From an optimization exercise on the open Yosys and OpenROAD flow, aimed at small area, a short achievable clock period and few clock cycles per item; shortcuts taken in it are not production practice. Function was checked by simulation only, so behaviour that the tests miss may differ from the original.

<file path="flow/design.v">
module lat_cell (
    input  wire               clk,
    input  wire               rst,
    input  wire               start,
    output wire               ready,
    output reg                done,
    input  wire               cfg_invert,
    input  wire               cfg_dsrc,
    input  wire               cfg_aw,
    input  wire        [15:0] in_offset,
    input  wire signed [31:0] in_gain,
    input  wire signed [31:0] kp,
    input  wire signed [31:0] ki,
    input  wire signed [31:0] kd,
    input  wire        [15:0] alpha,
    input  wire signed [31:0] kt,
    input  wire signed [31:0] umin,
    input  wire signed [31:0] umax,
    input  wire signed [31:0] bias,
    input  wire signed [31:0] i_init,
    input  wire               hold,
    input  wire        [15:0] value,
    input  wire signed [31:0] tau,
    input  wire        [30:0] rate,
    input  wire               casc,
    input  wire signed [31:0] rho_src,
    input  wire               st_init,
    input  wire               st_done,
    input  wire signed [31:0] st_rho,
    input  wire signed [31:0] st_i,
    input  wire signed [31:0] st_dterm,
    input  wire signed [31:0] st_dprev,
    input  wire signed [31:0] st_u,
    output reg                o_init,
    output reg                o_done,
    output reg                o_ramping,
    output reg                o_event,
    output reg                o_satout,
    output reg          [4:0] o_sat,
    output reg  signed [31:0] o_rho,
    output reg  signed [31:0] o_i,
    output reg  signed [31:0] o_dterm,
    output reg  signed [31:0] o_dprev,
    output reg  signed [31:0] o_u
);
    localparam [31:0] QMAX = 32'h7FFF_FFFF;
    localparam [31:0] QMIN = 32'h8000_0000;
    function automatic [32:0] sat33(input [32:0] x);
        sat33 = (x[32] != x[31]) ? {1'b1, x[32] ? QMIN : QMAX} : {1'b0, x[31:0]};
    endfunction
    function automatic [32:0] add_sat(input [31:0] a, input [31:0] b);
        add_sat = sat33({a[31], a} + {b[31], b});
    endfunction
    function automatic [32:0] sub_sat(input [31:0] a, input [31:0] b);
        sub_sat = sat33({a[31], a} - {b[31], b});
    endfunction
    function automatic [31:0] clamp(input [31:0] x, input [31:0] lo, input [31:0] hi,
                                    input is_lo, input is_hi);
        clamp = is_lo ? lo : (is_hi ? hi : x);
    endfunction
    reg s0, s1, s2, s3, s4, s5, s6, s7, s8;
    assign ready = s0;
    reg c_casc, c_first, c_inv, c_dsrc, c_aw;
    reg r_neg;
    reg [2:0] f_r;
    reg  signed [31:0] opa, opb;
    reg         [63:0] mul_p;
    reg         [33:0] pp_sel, pp_row;
    reg                pp_one, pp_two, pp_neg;
    integer            j;
    wire        [32:0] bx = {opb, 1'b0};
    always @(*) begin
        mul_p = 64'h5555_5556_0040_0000;    
        for (j = 0; j < 16; j = j + 1) begin
            pp_one = bx[2*j] ^ bx[2*j+1];
            pp_two = (bx[2*j+2] & ~bx[2*j+1] & ~bx[2*j]) | (~bx[2*j+2] & bx[2*j+1] & bx[2*j]);
            pp_neg = bx[2*j+2];
            pp_sel = pp_one ? {{2{opa[31]}}, opa} : (pp_two ? {opa[31], opa, 1'b0} : 34'd0);
            pp_row = pp_neg ? ~pp_sel : pp_sel;
            pp_row[33] = ~pp_row[33];
            mul_p = mul_p + ({30'd0, pp_row} << (2*j)) + ({63'd0, pp_neg} << (2*j));
        end
    end
    wire               mul_ovf = ~(&mul_p[63:54]) & (|mul_p[63:54]);
    wire        [31:0] mul_q   = mul_ovf ? (mul_p[63] ? QMIN : QMAX) : mul_p[54:23];
    reg         [31:0] m_r;       
    reg                ms_r;      
    reg         [31:0] v_r;       
    wire        [16:0] val_d  = {1'b0, value} - {1'b0, in_offset};
    wire        [32:0] rp_dif = {tau[31], tau} - {st_rho[31], st_rho};
    wire        [32:0] ib_s   = add_sat(i_init, bias);
    wire        [33:0] rp_cmp = {r_neg, r_neg, v_r} + (r_neg ? {3'd0, rate} : ~{3'd0, rate})
                              + {33'd0, ~r_neg};
    wire               rp_hit = (rate == 31'd0) |
                                (r_neg ? ~rp_cmp[33] : (rp_cmp[33] | (rp_cmp == 34'd0)));
    wire        [31:0] rp_mv  = st_rho + (r_neg ? ~{1'b0, rate} : {1'b0, rate}) + {31'd0, r_neg};
    wire        [31:0] rho_1  = c_casc ? rho_src
                              : c_first ? st_rho
                              : rp_hit ? tau : rp_mv;
    wire               own_h  = ~c_casc & ~c_first;
    wire        [31:0] rho_n = (~c_casc & c_first) ? m_r : o_rho;
    wire        [31:0] e_x   = c_inv ? m_r : rho_n;
    wire        [31:0] e_z   = c_inv ? rho_n : m_r;
    wire        [32:0] e_s   = sub_sat(e_x, e_z);
    wire        [32:0] d_s   = sat33({e_s[31], e_s[31:0]}
                                   + (c_inv ? {rho_n[31], rho_n} : ~{rho_n[31], rho_n})
                                   + {32'd0, ~c_inv});
    wire        [31:0] d_n   = c_dsrc ? d_s[31:0] : e_s[31:0];
    wire               d_sat = c_dsrc & d_s[32];
    wire        [32:0] dd_s  = c_first ? 33'd0 : sub_sat(o_dprev, st_dprev);
    wire        [32:0] v1_s  = add_sat(m_r, o_i);
    wire        [32:0] dt_s  = add_sat(o_dterm, m_r);
    wire        [32:0] v2_s  = add_sat(v_r, dt_s[31:0]);
    wire        [32:0] v3_s  = add_sat(v2_s[31:0], bias);
    wire        [31:0] cl_x  = s6 ? v_r : o_i;
    wire        [32:0] cl_dl = {umin[31], umin} - {cl_x[31], cl_x};
    wire        [32:0] cl_dh = {umax[31], umax} - {cl_x[31], cl_x};
    wire               cl_lo = ~cl_dl[32] & (|cl_dl);
    wire               cl_hi = cl_dh[32];
    wire        [31:0] cl_q  = clamp(cl_x, umin, umax, cl_lo, cl_hi);
    wire        [32:0] uv_s  = cl_hi ? sat33(cl_dh) : (cl_lo ? sat33(cl_dl) : 33'd0);
    wire        [32:0] ia_s  = add_sat(o_i, m_r);
    wire               ia_lo = $signed(ia_s[31:0]) < $signed(umin);
    wire               ia_hi = $signed(ia_s[31:0]) > $signed(umax);
    wire        [31:0] ia_q  = clamp(ia_s[31:0], umin, umax, ia_lo, ia_hi);
    wire               stop  = (cl_hi & ~m_r[31] & (|m_r[30:0])) | (cl_lo & m_r[31]);
    wire         [4:0] sat_acc = o_sat + {4'd0, ms_r & ~s7} + {4'd0, f_r[0]} + {4'd0, f_r[1]} + {4'd0, f_r[2]};
    wire               at_tau = (o_rho == tau);
    always @(posedge clk) begin
        if (rst) begin
            s0 <= 1'b1;
            {s1, s2, s3, s4, s5, s6, s7, s8} <= 8'd0;
            done <= 1'b0;
        end else begin
            done <= 1'b0;
            {s1, s2, s3, s4, s5, s6, s7, s8} <= 8'd0;
            s0 <= 1'b0;
            if (s0) begin
                if (start) s1 <= 1'b1; else s0 <= 1'b1;
            end
            if (s1) begin
                if (hold) begin done <= 1'b1; s0 <= 1'b1; end
                else s2 <= 1'b1;
            end
            if (s2) s3 <= 1'b1;
            if (s3) s4 <= 1'b1;
            if (s4) s5 <= 1'b1;
            if (s5) s6 <= 1'b1;
            if (s6) begin
                if (c_aw) s7 <= 1'b1;
                else begin done <= 1'b1; s0 <= 1'b1; end
            end
            if (s7) s8 <= 1'b1;
            if (s8) begin done <= 1'b1; s0 <= 1'b1; end
        end
    end
    always @(posedge clk) begin
        ms_r <= mul_ovf;
        if (s0) begin
            opa     <= in_gain;
            opb     <= {{8{val_d[16]}}, val_d, 7'd0};
            c_casc  <= casc;
            c_first <= ~st_init;
            c_inv   <= cfg_invert;
            c_dsrc  <= cfg_dsrc;
            c_aw    <= cfg_aw;
            r_neg   <= rp_dif[32];
            v_r     <= rp_dif[31:0];
            o_i     <= ib_s[31:0];
            o_sat   <= 5'd0;
            f_r     <= 3'd0;
        end
        if (s1) begin
            m_r   <= mul_q;
            opa   <= c_first ? 32'd0 : st_dterm;
            opb   <= {9'd0, alpha, 7'd0};
            o_rho <= rho_1;
            if (hold) begin
                o_init    <= ~c_first;
                o_i       <= st_i;
                o_dterm   <= st_dterm;
                o_dprev   <= st_dprev;
                o_u       <= c_first ? cl_q : st_u;
                o_satout  <= 1'b0;
                o_ramping <= own_h & ~rp_hit;
                o_event   <= own_h & rp_hit & ~st_done;
                o_done    <= st_done | (own_h & rp_hit);
            end
        end
        if (s2) begin
            o_rho   <= rho_n;
            o_dprev <= d_n;
            o_u     <= e_s[31:0];
            opa     <= kp;
            opb     <= e_s[31:0];
            o_dterm <= mul_q;
            f_r     <= {1'b0, e_s[32], d_sat};
        end
        if (s3) begin
            m_r   <= mul_q;
            opa   <= kd;
            opb   <= dd_s[31:0];
            o_i   <= c_first ? i_init : st_i;
            f_r   <= {2'b0, dd_s[32]};
        end
        if (s4) begin
            m_r   <= mul_q;
            v_r   <= v1_s[31:0];
            opa   <= ki;
            opb   <= o_u;
            o_u   <= cl_q;
            f_r   <= {2'b0, v1_s[32]};
        end
        if (s5) begin
            m_r     <= mul_q;
            o_dterm <= dt_s[31:0];
            v_r     <= v3_s[31:0];
            f_r     <= {dt_s[32], v2_s[32], v3_s[32]};
        end
        if (s6) begin
            o_u      <= cl_q;
            o_satout <= cl_lo | cl_hi;
            opa      <= kt;
            opb      <= uv_s[31:0];
            if (c_aw) begin
                o_i   <= ia_s[31:0];
                f_r   <= {1'b0, uv_s[32], ia_s[32]};
            end else begin
                o_i   <= stop ? o_u : ia_q;
                o_sat <= sat_acc + {4'd0, ~stop & ia_s[32]};
            end
        end
        if (s7) begin
            m_r <= mul_q;
            f_r <= 3'd0;
        end
        if (s8) begin
            o_i   <= ia_q;
            o_sat <= sat_acc + {4'd0, ia_s[32]};
        end
        if (s2 | s3 | s4 | s5 | (s6 & c_aw) | s7)
            o_sat <= sat_acc;
        if (s6 | s8) begin
            o_init    <= 1'b1;
            o_ramping <= ~c_casc & ~at_tau;
            o_event   <= ~c_casc & at_tau & ~st_done;
            o_done    <= st_done | (~c_casc & at_tau);
        end
    end
endmodule
</file>
<file path="flow/constraint.sdc">
create_clock -name core_clock -period 24.0 [get_ports {clk}]
set_input_delay 4.8000 -clock core_clock [delete_from_list [all_inputs] [get_ports {clk}]]
set_output_delay 4.8000 -clock core_clock [all_outputs]
set_load 0.01 [all_outputs]
</file>
<file path="flow/config.mk">
export PLATFORM = sky130hd
export DESIGN_NAME = lat_cell
export DESIGN_NICKNAME = lat_cell
export VERILOG_FILES = /design/flow/design.v
export SDC_FILE = /design/flow/constraint.sdc
export NUM_CORES = 4
export LEC_CHECK = 0
export ABC_AREA = 1
export CAP_MARGIN = 20
export CORE_MARGIN = 2
export CORE_UTILIZATION = 40
export SLEW_MARGIN = 20
</file>
<file path="flow/run.sh">
#!/bin/bash
# synth_recipe.tcl (not shown) runs the flow's synth.tcl, then flattens the netlist and writes it again
# the make line also repeats each setting of config.mk as NAME=value (left out here)
make -C /OpenROAD-flow-scripts/flow DESIGN_CONFIG=/design/flow/config.mk WORK_HOME=/design/flow/orfs CLKGATE_MAP_FILE= SYNTH_SCRIPT=/design/flow/synth_recipe.tcl finish
</file>
==> out/results.txt, run 1 <==
The run finished with no timing, DRC or antenna violations. The number of flops mapped to enable cells by yosys is 266, and the full die area is 190000 um2. Clock tree synthesis inserted a total of 47 buffers. Summed over all nets, the half-perimeter wirelength after detailed placement is 369000 um. For the worst clock skew, the log shows 0.0378 ns.

The critical path endpoint category is a register. Quantity of I/O buffers inserted on ports: 772. The area growth from synthesis to layout is 15.7%. The cell total after placement was 13800; the total iterations of the first detailed-routing run was 8.

After technology mapping, the gate count stands at 11000. The synthesized design devotes to its leading area cell type 12.0% of total area. At the worst endpoint, the required time is 24.39 ns. The filler-free cell count of the finished design is 13900, and the worst-case reg-to-reg path depth is 56. The tools report the buffer type at the clock tree root as sky130_fd_sc_hd__clkbuf_16.

The total of endpoints with negative setup slack in the final report was 0; the maximum level of the CTS H-tree was 2. Counting along the longest clock path gives a buffer depth of 3. Of all nets on the critical path, the largest fanout is 30.

Entering global routing, the biggest net connects 82 pins. In the finished design, the share of the clock period the worst path needs comes to 45.4%. The detail-routed net length per standard cell came out at 32.1 um. The most used flip-flop cell after synthesis is sky130_fd_sc_hd__edfxtp_1. In this run the most critical hold path is launched from s7.

The count of final max-slew check failures is 0. The detailed router finished its first iteration with 12300 violations. Adding up every negative setup slack in the final design gives 0 ns.

The run gives 0 as the number of buffers inserted for hold repair after clock tree synthesis. The floorplan step defined a core boundary enclosing 185000 um2. The number of warnings reported in the yosys synthesis log is 1, and the max-capacitance violation count is 0.

The via count of the first global-routing pass came out at 80900. For the worst-skew pair, the clock arrives at the later sink with an insertion delay of 0.68 ns. The run gives 0 as the final antenna-violating net count. In this run the worst hold path is classified as reg -> reg. Derived from the worst setup path, the maximum achievable clock frequency is 0.0917 GHz.

The smallest clock period supported by the final layout is computed as 10.90 ns. The total count of hold-check failures in the final report is 0. The worst hold path depth was 1; the routed wire length was 448000 um.

Across all setup checks in the final design, the least slack found is 13.10 ns. A synthesized cell averages 6.79 um2. Setup repair after global routing left no endpoint under its margin. At the end of routability-driven placement, the weighted congestion stood at 1.13. The run gives 43 as the initial antenna violation count.

Post-CTS clock slew at the launch and capture registers of the worst setup and hold paths: 0.06 ns. After detailed routing, the number of vias per cell comes to 6.15. The logs give 11.29 ns for the data arrival time of the worst path and 77 for the number of unique standard cell types used by synthesis.

The CTS sink count is 318, and the total global routing overflow is 0. Among all cell types in the netlist, the one instantiated most often is sky130_fd_sc_hd__nand2_1. On the worst path, the slowest cell contributes a delay of 0.77 ns. The headroom to the max-slew limit came out at 9.28%. The number of synthesized register bits works out to 318. For this design, the slowest cell found on the critical path is sky130_fd_sc_hd__inv_1. The final layout contains 13100 nets. When the netlist entered floorplanning its net count stood at 12700.

Once the clock tree was built, the setup fixing pass inserted 0 buffers. The utilization after layout is 46.5%. The logs give 13.31 ns for the worst slack at placement and 74500 um2 for the post-synthesis instance area.

By area the synthesized netlist is led by sky130_fd_sc_hd__fa_1, sky130_fd_sc_hd__ha_1, sky130_fd_sc_hd__edfxtp_1. The number of instances resized during post-cts repair was 0; the I/O pin count was 773. The sequential cell area fraction in the yosys report came out at 12.1%. The worst register-to-register path begins at m_r[0]. The floorplan step set the die height to 436 um. sky130_fd_sc_hd__fa_1 takes more of the synthesized area than any other cell. Launch point of the worst path: m_r[0]. The share of post-route cells with drive strength above 1 came out at 4.17%.

Actual slew at the worst max-slew pin: 1.35 ns. The die width is 436 um, and the floorplan row count is 158. TritonCTS built the clock tree. Global routing used 45.4% of the available tracks. For the DRC violation count after routing, the log shows 0. The proportion of synthesized flip-flops having asynchronous set or reset is 0%. Type of the worst setup path: reg -> reg. After synthesis, the most frequently instantiated cells are sky130_fd_sc_hd__nand2_1, sky130_fd_sc_hd__inv_1, sky130_fd_sc_hd__a21oi_1, sky130_fd_sc_hd__o21ai_0, sky130_fd_sc_hd__xor2_1. The startpoint type of the worst setup path was a register. The most frequent cell on the critical path was sky130_fd_sc_hd__nand2_1. Summing over every cut layer, the via total after detailed routing is 85700. The initial utilization of the core area, before any placement, comes to 40.2%.

The first global-routing pass estimated 619000 um of wire.
## through the flow
| stage | hold WS, ns | area (um2) |
|---|---|---|
| final | 0.519 | 86100 |
| after global routing | 0.513 | 86100 |
| after CTS | 0.505 | 86100 |
| after detailed placement | 0.477 | 84500 |
| after global placement | 0.481 | 84400 |
| after floorplan | 0.433 | 74500 |
## cell families after synthesis
family / share of synthesized area [%]
muxes: 0.108
and+or+nand+nor: 18.6
buffers and inverters: 11.0
adders and majority gates: 24.0
AOI/OAI and AO/OA: 22.8
DFF: 12.1
xor gates and xnor gates: 11.3
## layout by cell type (no fill, tap or decap), drive strengths merged, types with 45 or more instances in the layout
cell type | synthesis | routed
fa | 447 | 447
nor3 | 71 | 71
o22ai | 242 | 242
buf | 134 | 177
nor2 | 672 | 672
o211ai | 84 | 84
xnor2 | 197 | 197
edfxtp | 266 | 266
dfxtp | 52 | 52
or2 | 59 | 59
o21ai | 1140 | 1140
a21oi | 1164 | 1164
inv | 1538 | 1543
clkdlybuf4s50 | 0 | 772
nor4 | 45 | 45
clkbuf | 441 | 59
nand3 | 432 | 432
a221oi | 57 | 57
a31oi | 73 | 73
xor2 | 758 | 758
nand4 | 60 | 60
nand2 | 1997 | 1997
ha | 714 | 714
## flip-flops by register name, indices dropped and copies added, names as in the netlist, 3 cells and up
name     count
m_r         32
v_r         32
o_rho       32
o_u         32
o_i         32
o_dprev     32
opa         32
o_dterm     32
o_sat        5
f_r          3
opb         32
## routing by layer
metal  vias up  routed length [um]  GRT usage [%]
met3      1262               52100           11.6
met4        22               36500           29.9
met2      6031              187000           67.7
li1      37400                   -              -
met5         -                 150              0
met1     40900              172000           57.9
## critical path, delay by kind of cell, from the launching register on
family	cells	cell delay (ns)
compound gates	22	3.74
xor+xnor	3	0.64
fa+ha+maj	4	1.43
buf+inv	4	1.39
flops	1	0.52
simple gates	23	2.88
## worst paths after layout
kind / to / slack (ns)
hold / removal: f_r[0] / 0.52
setup reg to reg: v_r[6] / 13.10
setup / recovery: v_r[6] / 13.10
hold reg to reg: f_r[0] / 0.52
## area by class of cell
| type | count | area (um2) |
|---|---|---|
| Multi-Input combinational cell | 8517 | 57400 |
| Tap cell | 2480 | 3100 |
| Clock inverter | 27 | 284 |
| Fill cell | 19200 | 99100 |
| Antenna cell | 28 | 70.1 |
| Sequential cell | 318 | 9040 |
| Inverter | 1554 | 5840 |
| Clock buffer | 59 | 1330 |
| Timing Repair Buffer | 949 | 9080 |
Testbench counts, summed over its fixed seeds: cycles 24,228, items 3,200.
==> run 2: changes to the inputs <==
--- a/flow/design.v
+++ b/flow/design.v
@@ -88,29 +88,47 @@
     reg         [31:0] v_r;       
     wire        [16:0] val_d  = {1'b0, value} - {1'b0, in_offset};
-    wire        [32:0] rp_dif = {tau[31], tau} - {st_rho[31], st_rho};
-    wire        [32:0] ib_s   = add_sat(i_init, bias);
-    wire        [33:0] rp_cmp = {r_neg, r_neg, v_r} + (r_neg ? {3'd0, rate} : ~{3'd0, rate})
-                              + {33'd0, ~r_neg};
-    wire               rp_hit = (rate == 31'd0) |
-                                (r_neg ? ~rp_cmp[33] : (rp_cmp[33] | (rp_cmp == 34'd0)));
-    wire        [31:0] rp_mv  = st_rho + (r_neg ? ~{1'b0, rate} : {1'b0, rate}) + {31'd0, r_neg};
-    wire        [31:0] rho_1  = c_casc ? rho_src
-                              : c_first ? st_rho
-                              : rp_hit ? tau : rp_mv;
-    wire               own_h  = ~c_casc & ~c_first;
     wire        [31:0] rho_n = (~c_casc & c_first) ? m_r : o_rho;
     wire        [31:0] e_x   = c_inv ? m_r : rho_n;
     wire        [31:0] e_z   = c_inv ? rho_n : m_r;
-    wire        [32:0] e_s   = sub_sat(e_x, e_z);
-    wire        [32:0] d_s   = sat33({e_s[31], e_s[31:0]}
-                                   + (c_inv ? {rho_n[31], rho_n} : ~{rho_n[31], rho_n})
-                                   + {32'd0, ~c_inv});
+    wire        [32:0] ra = s0 ? {tau[31], tau} : s5 ? {v_r[31], v_r} : {r_neg, v_r};
+    wire        [32:0] rb = s0 ? {st_rho[31], st_rho} : s5 ? {v_s[31], v_s[31:0]} : {2'b00, rate};
+    wire               rsub = s0 | (s1 & ~r_neg);
+    wire        [33:0] r_sum = {ra[32], ra} + ({rb[32], rb} ^ {34{rsub}}) + {33'd0, rsub};
+    wire        [31:0] va = s5 ? o_dterm : o_i;
+    wire        [32:0] v_sum = {va[31], va} + {m_r[31], m_r};
+    wire        [32:0] v_s   = sat33(v_sum);
+    wire        [32:0] e_sum = {e_x[31], e_x} - {e_z[31], e_z};
+    wire        [32:0] e_s   = sat33(e_sum);
+    wire        [33:0] t_a = {{2{v_r[31]}}, v_r};
+    wire        [33:0] t_b = {{2{v_s[31]}}, v_s[31:0]};
+    wire        [33:0] t_c = {{2{bias[31]}}, bias};
+    wire        [33:0] t_s = t_a ^ t_b ^ t_c;
+    wire        [33:0] t_k = {(t_a[32:0] & t_b[32:0]) | (t_a[32:0] & t_c[32:0]) | (t_b[32:0] & t_c[32:0]), 1'b0};
+    wire        [33:0] da = ({34{s0}} & {{2{i_init[31]}}, i_init}) | ({34{s1}} & {{2{st_rho[31]}}, st_rho})
+                          | ({34{s2}} & {e_s[31], e_s[31], e_s[31:0]}) | ({34{s3}} & {{2{o_dprev[31]}}, o_dprev})
+                          | ({34{s5}} & t_s);
+    wire        [33:0] db = ({34{s0}} & {{2{bias[31]}}, bias}) | ({34{s1}} & {3'd0, rate})
+                          | ({34{s2}} & {{2{rho_n[31]}}, rho_n}) | ({34{s3}} & {{2{st_dprev[31]}}, st_dprev})
+                          | ({34{s5}} & t_k);
+    wire               dsub = (s1 & r_neg) | (s2 & ~c_inv) | s3;
+    wire        [33:0] d_sum = da + (db ^ {34{dsub}}) + {33'd0, dsub};
+    wire        [32:0] d_s   = sat33(d_sum[32:0]);
+    wire        [31:0] b_dec = {1'b0, bias[30:0]} - 32'd1;           
+    wire               v2_hi = ~r_sum[32] & r_sum[31];
+    wire               v2_lo = r_sum[32] & ~r_sum[31];
+    wire               t_ov  = (d_sum[33] != d_sum[32]) | (d_sum[32] != d_sum[31]);
+    wire        [32:0] v3_s  = v2_hi ? (bias[31] ? {1'b0, b_dec} : {|bias[30:0], QMAX})
+                             : v2_lo ? (bias[31] ? {1'b1, QMIN} : {1'b0, 1'b1, bias[30:0]})
+                             : t_ov  ? {1'b1, d_sum[33] ? QMIN : QMAX}
+                             :         {1'b0, d_sum[31:0]};
+    wire               rp_hit = (rate == 31'd0) |
+                                (r_neg ? ~r_sum[33] : (r_sum[33] | (r_sum == 34'd0)));
+    wire        [31:0] rho_1  = c_casc ? rho_src
+                              : c_first ? st_rho
+                              : rp_hit ? tau : d_sum[31:0];
+    wire               own_h  = ~c_casc & ~c_first;
     wire        [31:0] d_n   = c_dsrc ? d_s[31:0] : e_s[31:0];
     wire               d_sat = c_dsrc & d_s[32];
-    wire        [32:0] dd_s  = c_first ? 33'd0 : sub_sat(o_dprev, st_dprev);
-    wire        [32:0] v1_s  = add_sat(m_r, o_i);
-    wire        [32:0] dt_s  = add_sat(o_dterm, m_r);
-    wire        [32:0] v2_s  = add_sat(v_r, dt_s[31:0]);
-    wire        [32:0] v3_s  = add_sat(v2_s[31:0], bias);
+    wire        [32:0] dd_s  = c_first ? 33'd0 : d_s;
     wire        [31:0] cl_x  = s6 ? v_r : o_i;
     wire        [32:0] cl_dl = {umin[31], umin} - {cl_x[31], cl_x};
@@ -120,5 +138,5 @@
     wire        [31:0] cl_q  = clamp(cl_x, umin, umax, cl_lo, cl_hi);
     wire        [32:0] uv_s  = cl_hi ? sat33(cl_dh) : (cl_lo ? sat33(cl_dl) : 33'd0);
-    wire        [32:0] ia_s  = add_sat(o_i, m_r);
+    wire        [32:0] ia_s  = v_s;
     wire               ia_lo = $signed(ia_s[31:0]) < $signed(umin);
     wire               ia_hi = $signed(ia_s[31:0]) > $signed(umax);
@@ -165,7 +183,7 @@
             c_dsrc  <= cfg_dsrc;
             c_aw    <= cfg_aw;
-            r_neg   <= rp_dif[32];
-            v_r     <= rp_dif[31:0];
-            o_i     <= ib_s[31:0];
+            r_neg   <= r_sum[32];
+            v_r     <= r_sum[31:0];
+            o_i     <= d_s[31:0];
             o_sat   <= 5'd0;
             f_r     <= 3'd0;
@@ -206,15 +224,15 @@
         if (s4) begin
             m_r   <= mul_q;
-            v_r   <= v1_s[31:0];
+            v_r   <= v_s[31:0];
             opa   <= ki;
             opb   <= o_u;
             o_u   <= cl_q;
-            f_r   <= {2'b0, v1_s[32]};
+            f_r   <= {2'b0, v_s[32]};
         end
         if (s5) begin
             m_r     <= mul_q;
-            o_dterm <= dt_s[31:0];
+            o_dterm <= v_s[31:0];
             v_r     <= v3_s[31:0];
-            f_r     <= {dt_s[32], v2_s[32], v3_s[32]};
+            f_r     <= {v_s[32], v2_hi | v2_lo, v3_s[32]};
         end
         if (s6) begin
==> flow/flow/run.sh (new file) <==
#!/bin/bash
set -o pipefail
export SETUP_SLACK_MARGIN=16
bash standard.sh > standard.log 2>&1
==> flow/standard.sh (new file) <==
#!/bin/bash
# synth_recipe.tcl (not shown) runs the flow's synth.tcl, then flattens the netlist and writes it again
# the make line also repeats each setting of config.mk as NAME=value (left out here)
make -C /OpenROAD-flow-scripts/flow DESIGN_CONFIG=/design/flow/config.mk WORK_HOME=/design/flow/orfs CLKGATE_MAP_FILE= SYNTH_SCRIPT=/design/flow/synth_recipe.tcl "${@:-finish}"
--- a/flow/config.mk
+++ b/flow/config.mk
@@ -9,4 +9,4 @@
 export CAP_MARGIN = 20
 export CORE_MARGIN = 2
-export CORE_UTILIZATION = 40
+export CORE_UTILIZATION = 55
 export SLEW_MARGIN = 20
removed: flow/run.sh
==> out/results.txt, run 2 <==
The proportion of synthesized flip-flops having asynchronous set or reset works out to 0% (unchanged). The maximum level of the CTS H-tree was 2 (unchanged). The tools report the initial core utilization as 55.4% (+15 points). The average instance area after synthesis was 6.69 um2 (-1.5%).

For the post-synthesis instance area, the log shows 69600 um2 (-6.5%). The synthesized design spends more area on one cell type than any other, namely sky130_fd_sc_hd__fa_1. The run gives 10400 (-5.1%) as the number of standard cells after synthesis. The failing step is global routing. In the post-synthesis netlist, the cell with the most instances is sky130_fd_sc_hd__nand2_1. Total nets after synthesis: 12000 (-5.9%). The die outline height is 360 um (-17%).

The via count of the first global-routing pass is 95300. The tool reported: "[ERROR GRT-0116] Global routing finished with congestion. Check the congestion regions in the DRC Viewer". I/O pin count: 773 (unchanged). The logs give 3 (unchanged) for the maximum number of buffers from clock root to sink and 45 (-4.3%) for the number of buffers created by CTS. The number of flops mapped to enable cells by yosys came out at 266 (unchanged). The final estimated routing congestion in global placement was 1.25 (+10%); the share of the synthesized area in the top cell type was 13.6% (+1.6 points). The number of synthesized register bits came out at 318 (unchanged).

The logs give 145 for the maximum number of pins on one net before global-route repair and 130 (-18%) for the floorplan row count. The run gives 331000 um (-10%) as the placed wire-length estimate. The global routing usage summed across all routing layers is 77.9%.

Total global routing overflow: 95. The commonest cells after synthesis are sky130_fd_sc_hd__nand2_1, sky130_fd_sc_hd__inv_1, sky130_fd_sc_hd__o21ai_0, sky130_fd_sc_hd__a21oi_1, sky130_fd_sc_hd__xor2_1. The logs give 318 (unchanged) for the CTS sink count and 78700 um2 (-6.9%) for the cell area after placement.

For the worst slack at placement, the log shows 11.68 ns (-1.63 ns). The run gives 70 (-9.1%) as the number of unique standard cell types used by synthesis. The most used flip-flop cell after synthesis is sky130_fd_sc_hd__edfxtp_1.

The sequential cell area fraction in the yosys report came out at 13.0% (+0.85 points). The first global-routing pass estimated 726000 um of wire. The quantity of I/O buffers inserted on ports is 772 (unchanged), and the die width is 360 um (-17%).

The run stopped with a tool error. CTS placed an instance of sky130_fd_sc_hd__clkbuf_16 at the clock tree root. By area the synthesized netlist is led by sky130_fd_sc_hd__fa_1, sky130_fd_sc_hd__nand2_1, sky130_fd_sc_hd__edfxtp_1.

The number of warnings reported in the yosys synthesis log is 1 (unchanged).
## run 2: cell types whose count changed after synthesis, moves of 32 or more
cell,change
sky130_fd_sc_hd__o22ai_1,+79
sky130_fd_sc_hd__nand2_1,+211
sky130_fd_sc_hd__ha_1,-215
sky130_fd_sc_hd__o21ai_0,-32
sky130_fd_sc_hd__xor2_1,-105
sky130_fd_sc_hd__nor2_1,-35
sky130_fd_sc_hd__nand3_1,-77
sky130_fd_sc_hd__clkbuf_1,+38
sky130_fd_sc_hd__xnor2_1,-105
sky130_fd_sc_hd__a21oi_1,-320
sky130_fd_sc_hd__or2_2,-36
## run 2: stage by stage
stage | hold slack (ns) | cells
2_1_floorplan | 0.426 | 10400
3_3_place_gp | 0.462 | 12400
3_5_place_dp | 0.457 | 12400
4_1_cts | 0.464 | 12900
## run 2: what timing repair did
| action | CTS |
|---|---|
| gates resized for setup | 1365 |
| hold buffers | 0 |
| pin swaps | 330 |
| gates cloned | 67 |
| setup endpoints to repair | 269 |
| setup buffers | 333 |
## run 2: logic make-up after synthesis
group | synth area share (%)
compound gates | 22.6
fa+ha+maj | 22.5
simple gates | 20.0
xor+xnor | 9.36
mux | 0.316
flops | 13.0
buf+inv | 12.2
## run 2: how the worst max path moves through the flow
stage | end | cells past startpoint
2_1_floorplan | v_r[25] | 28
3_5_place_dp | opb[9] | 46
4_1_cts | opb[10] | 30
3_3_place_gp | opb[9] | 46
## run 2: routing by layer
metal | overflow | global-route usage, %
met1 | 4 | 78.6
met2 | 38 | 92.1
met3 | 1 | 63.6
met4 | 52 | 77.3
met5 | 0 | 40.8
Testbench counts of run 2, summed over its fixed seeds: cycles 24,228, items 3,200.

## separate check: timing with driven ports
Ports are ideal in the flow. The routed layout listed here was re-timed in OpenROAD.
Step 1, drivers: a clkbuf_16 drives clk and a buf_2 each remaining input, both assumed.
Step 2, shift: input delay + t, output delay - t, t = (earliest + latest rising clock arrival at the registers) / 2. This alone moves slack from input paths to output paths.
Slacks: no drivers / after step 1 / after step 2; pairs: no drivers / after step 1.
run: run 1
t, ns: 0.747
setup slack, ns: 13.098 / 13.098 / 13.098
clock arrival spread, ns: 0.038 / 0.038
cell pins on the clock port's net: 1
After both steps setup and hold are still met in run 1. The setup slack of run 1 moves by 0.000 ns with the drivers and by 0.000 ns with both steps.
